What follows belongs to an exercise in optimizing a design on an open flow for small area, a short achievable clock period and few clock cycles; a production flow would make more cautious choices. The RTL was checked by simulation tests, not by an equivalence proof against the original design.

==> run G: inputs <==
Design tbcrc_unit, start of the top module:
module tbcrc_unit (
    input  wire        clk,
    input  wire        rst,
    input  wire        in_valid,
    output wire        in_ready,
    input  wire        in_first,
    input  wire        in_last,
    input  wire        in_combine,
    input  wire [1:0]  in_poly,
    input  wire [2:0]  in_nbytes,
    input  wire [63:0] in_data,
    output reg         out_valid,
    output reg  [23:0] out_crc
);
==> flow/config.mk <==
export PLATFORM = sky130hd
export DESIGN_NAME = tbcrc_unit
export DESIGN_NICKNAME = tbcrc_unit
export VERILOG_FILES = /design/flow/design.v
export SDC_FILE = /design/flow/constraint.sdc
export NUM_CORES = 4
export LEC_CHECK = 0
export CAP_MARGIN = 20
export CORE_MARGIN = 2
export CORE_UTILIZATION = 30
export PLACE_DENSITY = 0.5
export SLEW_MARGIN = 20
export SYNTH_MEMORY_MAX_BITS = 65536
==> flow/constraint.sdc <==
create_clock -name core_clock -period 44.0 [get_ports {clk}]
set_input_delay 8.8000 -clock core_clock [delete_from_list [all_inputs] [get_ports {clk}]]
set_output_delay 8.8000 -clock core_clock [all_outputs]
set_load 0.01 [all_outputs]
run.sh (not shown) runs the stock make flow with config.mk's settings and CLKGATE_MAP_FILE= SYNTH_SCRIPT=/design/flow/synth_recipe.tcl, a recipe that flattens the netlist after the stock synthesis.
==> run M: changes against run G <==
--- a/flow/design.v
+++ b/flow/design.v
@@ -793,17 +793,17 @@
     wire [1:0]  cur_sel = r_first ? r_poly : sel;
     wire [2:0]  r_nz = {|len[23:20], |len[19:10], |len[9:0]};
     wire [2:0]  rem_p = r_nz & {1'b1, ~done};
     wire        pk0 = rem_p[0];
     wire        pk1 = ~rem_p[0] & rem_p[1];
     wire        pk2 = ~rem_p[0] & ~rem_p[1] & rem_p[2];
     wire        more = (rem_p[0] & rem_p[1]) | (rem_p[0] & rem_p[2]) | (rem_p[1] & rem_p[2]);
     wire        fin = r_first | ~r_comb | ~more;    
-    wire        a_free = rdy;            
+    wire        a_free = ~r_v | fin;     
     assign in_ready = rdy;
     wire [2:0]  in_nz   = {|in_data[55:52], |in_data[51:42], |in_data[41:32]};
     wire        in_le1  = ~((in_nz[0] & in_nz[1]) | (in_nz[0] & in_nz[2]) | (in_nz[1] & in_nz[2]));
     wire [2:0]  rem_n   = rem_p & ~{pk2, pk1, pk0};
     wire        rem_le1 = ~((rem_n[0] & rem_n[1]) | (rem_n[0] & rem_n[2]) | (rem_n[1] & rem_n[2]));
     wire        rdy_n   = a_free ? (~in_valid | in_first | ~in_combine | in_le1)
                                  : (r_first | ~r_comb | rem_le1);
     wire [6:0] ia = pk0     ? {2'd0, len[4:0]} :
==> flow/flow/run.sh (new file) <==
#!/bin/bash
# Layout: the standard flow (standard.sh), unchanged except that the
# buffers it puts on every input and output port are buf_2 cells instead of
# the cell buffer_ports picks by itself (a slow clkdlybuf4s50_1).
# The full output of the flow goes to standard_flow.log; ORFS keeps each
# tool's own log under orfs/logs/.
set -euo pipefail
cd "$(dirname "$0")/.."
bash standard.sh 'BUFFER_PORTS_ARGS=-buffer_cell sky130_fd_sc_hd__buf_2' finish > standard_flow.log 2>&1
==> flow/standard.sh (new file) <==
#!/bin/bash
# synth_recipe.tcl (not shown) runs the flow's synth.tcl, then flattens the netlist and writes it again
# the make line also repeats each setting of config.mk as NAME=value (left out here)
make -C /OpenROAD-flow-scripts/flow DESIGN_CONFIG=/design/flow/config.mk WORK_HOME=/design/flow/orfs CLKGATE_MAP_FILE= SYNTH_SCRIPT=/design/flow/synth_recipe.tcl "${@:-finish}"
removed: flow/run.sh
==> summary of the runs <==
Between run M and run G, the lower first-iteration DRC count is in run M (gap about 2.7%, measured against run G). Utilization: run M is lower than run G (0.44 points). Between run G and run M, the lower clock skew is in run M (gap 10 ps). Sequential cell count is the same in run M and run G. Global-route usage: run M is higher than run G (0.13 points). Against run M, the via count of run G is lower by 0.80%. Against run G, the critical path depth of run M is higher by 6. Against run M, the register-to-register slack of run G is better by 400 ps.
Testbench counts of run G, summed over its fixed seeds: cycles 8,834.
Testbench counts of run M, summed over its fixed seeds: cycles 8,834.

port drivers added, routing unchanged:
How much do the figures lean on ideal ports? The routed layouts below were timed once more, with nothing changed but the port constraints. Step 1 sets driving cells, clkbuf_16 on the clock port and buf_2 on the other inputs (assumed; they add their load-dependent delay and slew). Step 2 adds t to the input delays and takes it off the output delays; t is the mean of the earliest and latest rising clock arrival at the registers after step 1. Input paths then give back, and output paths get back, about the clock's delay inside the block. Slacks: no drivers / after step 1 / after step 2; pairs: no drivers / after step 1.
run	shift t [ns]	setup WS [ns]	latest minus earliest clock arrival (ns)	worst slew at a driven data input, ns
run G	0.651	33.394 / 33.329 / 33.459	0.058 / 0.057	0.05
run M	0.692	34.081 / 34.056 / 33.455	0.044 / 0.045	0.05
After both steps every run listed still meets setup and hold. For run M, which loses most, drivers alone change the setup slack by -0.025 ns; drivers and shift together by -0.626 ns.
